This design comes from an exercise in tuning for small area, a short achievable clock period and few clock cycles per item on the open sky130 flow, not from production work. Function was checked by simulation only, so behaviour that the tests miss may differ from the original.

==> flow/design.v (excerpt) <==
module pu24_alu (
    input  wire        clk,
    input  wire        rst,
    input  wire        in_valid,
    output wire        in_ready,
    input  wire [1:0]  in_op,
    input  wire [31:0] in_a,
    input  wire [31:0] in_b,
    output reg         out_valid,
    output wire [31:0] out_word,
    output wire [3:0]  out_res,
    output reg         out_div0
);
For scale: ~6400 cells after synthesis, about 110 I/O pins, ~49000 µm² of cells after synthesis.
==> flow/config.mk <==
export PLATFORM = sky130hd
export DESIGN_NAME = pu24_alu
export DESIGN_NICKNAME = pu24_alu
export VERILOG_FILES = /design/flow/design.v
export SDC_FILE = /design/flow/constraint.sdc
export NUM_CORES = 4
export LEC_CHECK = 0
export CAP_MARGIN = 20
export CORE_MARGIN = 2
export CORE_UTILIZATION = 60
export PLACE_DENSITY = 0.72
export SLEW_MARGIN = 20
==> flow/constraint.sdc <==
create_clock -name core_clock -period 20.0 [get_ports {clk}]
set_input_delay 4.0000 -clock core_clock [delete_from_list [all_inputs] [get_ports {clk}]]
set_output_delay 4.0000 -clock core_clock [all_outputs]
set_load 0.01 [all_outputs]
standard.sh (not shown) runs the stock make flow with config.mk's settings and CLKGATE_MAP_FILE= SYNTH_SCRIPT=/design/flow/synth_recipe.tcl, a recipe that flattens the netlist after the stock synthesis.
==> flow/flow/run.sh <==
#!/bin/bash
# Layout: the standard flow (standard.sh: standard synthesis, floorplan,
# placement, CTS, routing, finish) unchanged, except that the resizer's
# repair_timing is asked for a larger setup margin, so that it keeps sizing
# and buffering the critical paths well below the clock period. The SDC and
# every other setting are the standard flow's. make's output goes to flow_make.log here;
# ORFS keeps each step's log under orfs/logs/.
set -euo pipefail
MARGIN=$(cat flow/margin.txt)
bash standard.sh SETUP_SLACK_MARGIN="$MARGIN" finish > flow_make.log 2>&1
==> flow/flow/margin.txt <==
11
The first run produced a clean layout.
Testbench counts at the start, summed over its fixed seeds: cycles 14,506, items 4,800.
Edit:
==> flow/flow/margin.txt (replaced) <==
9.5
--- a/flow/config.mk
+++ b/flow/config.mk
@@ -10,2 +10 @@
-export CORE_UTILIZATION = 60
-export PLACE_DENSITY = 0.72
+export CORE_UTILIZATION = 40
After rerunning:
- clock skew grows by 0.0036 ns
- global-route usage shrinks by 15 points
- sequential share of layout area grows by 0.20 points
- core utilization shrinks by 23 points
- hold slack gains 0.0032 ns
- via count shrinks by 3.9%
- routed wire length grows by about 1.4%
Edit:
==> flow/flow/margin.txt (replaced) <==
11
Result: Setup slack is better by 0.20 ns. Clock-buffer cell count is unchanged.
Edit:
==> flow/run.sh (new file) <==
#!/bin/bash
# synth_recipe.tcl (not shown) runs the flow's synth.tcl, then flattens the netlist and writes it again
# the make line also repeats each setting of config.mk as NAME=value (left out here)
make -C /OpenROAD-flow-scripts/flow DESIGN_CONFIG=/design/flow/config.mk WORK_HOME=/design/flow/orfs CLKGATE_MAP_FILE= SYNTH_SCRIPT=/design/flow/synth_recipe.tcl finish
removed: flow/flow/run.sh
removed: flow/flow/margin.txt
removed: flow/standard.sh
Outcome: Final cell count is lower slightly. Die area is unchanged. Final area falls by a few percent.

## run 1
Another version of the RTL of pu24_alu (not shown whole).
Size in the first run: roughly 6300 cells after synthesis, roughly 230 flip-flops, ~110 I/O pins.
export LEC_CHECK = 0
export ABC_AREA = 1
export CAP_MARGIN = 20
export CORE_MARGIN = 2
export CORE_UTILIZATION = 40
export SLEW_MARGIN = 20
create_clock -name core_clock -period 20.0 [get_ports {clk}]
run.sh (not shown) runs the stock make flow with config.mk's settings and CLKGATE_MAP_FILE= SYNTH_SCRIPT=/design/flow/synth_recipe.tcl, a recipe that flattens the netlist after the stock synthesis.
Stock flow here: none of the scripts above is used.
Testbench counts of run 1, summed over its fixed seeds: cycles 12,156, items 4,800.
The inputs of run 2 differ from those of run 1 as listed below.
==> flow/flow/run.sh (new file) <==
#!/bin/bash
# Layout: the standard flow (standard.sh: standard synthesis, floorplan,
# placement, CTS, routing, finish) unchanged, except that the resizer's
# repair_timing is asked for a larger setup margin, so that it keeps sizing
# and buffering the critical paths well below the clock period. The SDC and
# every other setting are the standard flow's. make's output goes to flow_make.log here;
# ORFS keeps each step's log under orfs/logs/.
set -euo pipefail
MARGIN=$(cat flow/margin.txt)
bash standard.sh SETUP_SLACK_MARGIN="$MARGIN" finish > flow_make.log 2>&1
==> flow/flow/margin.txt (new file) <==
10
==> flow/standard.sh (new file) <==
#!/bin/bash
# synth_recipe.tcl (not shown) runs the flow's synth.tcl, then flattens the netlist and writes it again
# the make line also repeats each setting of config.mk as NAME=value (left out here)
make -C /OpenROAD-flow-scripts/flow DESIGN_CONFIG=/design/flow/config.mk WORK_HOME=/design/flow/orfs CLKGATE_MAP_FILE= SYNTH_SCRIPT=/design/flow/synth_recipe.tcl "${@:-finish}"
removed: flow/run.sh
--- outcome ---
- In the reports for run 1 and run 2, the smaller worst endpoint data arrival time belongs to run 2.
- Run 2 vs run 1: via count of the routed design up
diff inputs: run 2 => run 3
==> flow/flow/margin.txt <==
9.5
## What came out
Across both runs, buffering stage count on the worst path with inverters included was lower for run 3 than for run 2. The run with more setup slack is run 2; run 3 has less. Higher area of all placed cells without fillers among run 3 and run 2: run 2. Against run 2, run 3 comes in 0.33 ns higher on minimum period implied by the final worst setup slack. In terms of met3 routing resource usage after global routing, run 3 and run 2 differ only marginally. The global-route usage reported for run 3 is smaller than that of run 2 by 0.21 points. Routed wire length, run 3 vs run 2: down slightly.

==> what the ideal ports hide <==
How much do the figures lean on ideal ports? The routed layouts below were timed once more, with nothing changed but the port constraints. Step 1 (the two cells are an assumption about what drives the block):
set clk [get_ports {clk}]
set_driving_cell -lib_cell sky130_fd_sc_hd__clkbuf_16 $clk
set_driving_cell -lib_cell sky130_fd_sc_hd__buf_2 [delete_from_list [all_inputs] $clk]
Step 2 moves the port delays by t, midway between the first and last clock arrival at a register: inputs arrive t later, outputs are due t later. That takes back most of the time a late clock gives input paths. Slacks: ideal ports / drivers / drivers and shift; pairs: ideal ports / drivers.
run | t, ns | setup slack, ns | worst setup path at the end
the first run of note 1 | 0.637 | 9.863 / 9.794 / 10.430 | register to output
the second run of note 1 | 0.621 | 9.631 / 9.571 / 9.191 | input to register
the third run of note 1 | 0.661 | 9.835 / 9.764 / 10.425 | register to output
the fourth run of note 1 | 0.619 | 8.621 / 8.566 / 8.759 | register to register
run 1 | 0.601 | 6.776 / 6.776 / 6.776 | register to register
run 2 | 0.608 | 10.086 / 10.025 / 9.519 | input to register
run 3 | 0.607 | 9.754 / 9.694 / 9.228 | input to register
After both steps every run listed still meets setup and hold. For run 2, which loses most, drivers alone change the setup slack by -0.061 ns; drivers and shift together by -0.567 ns.
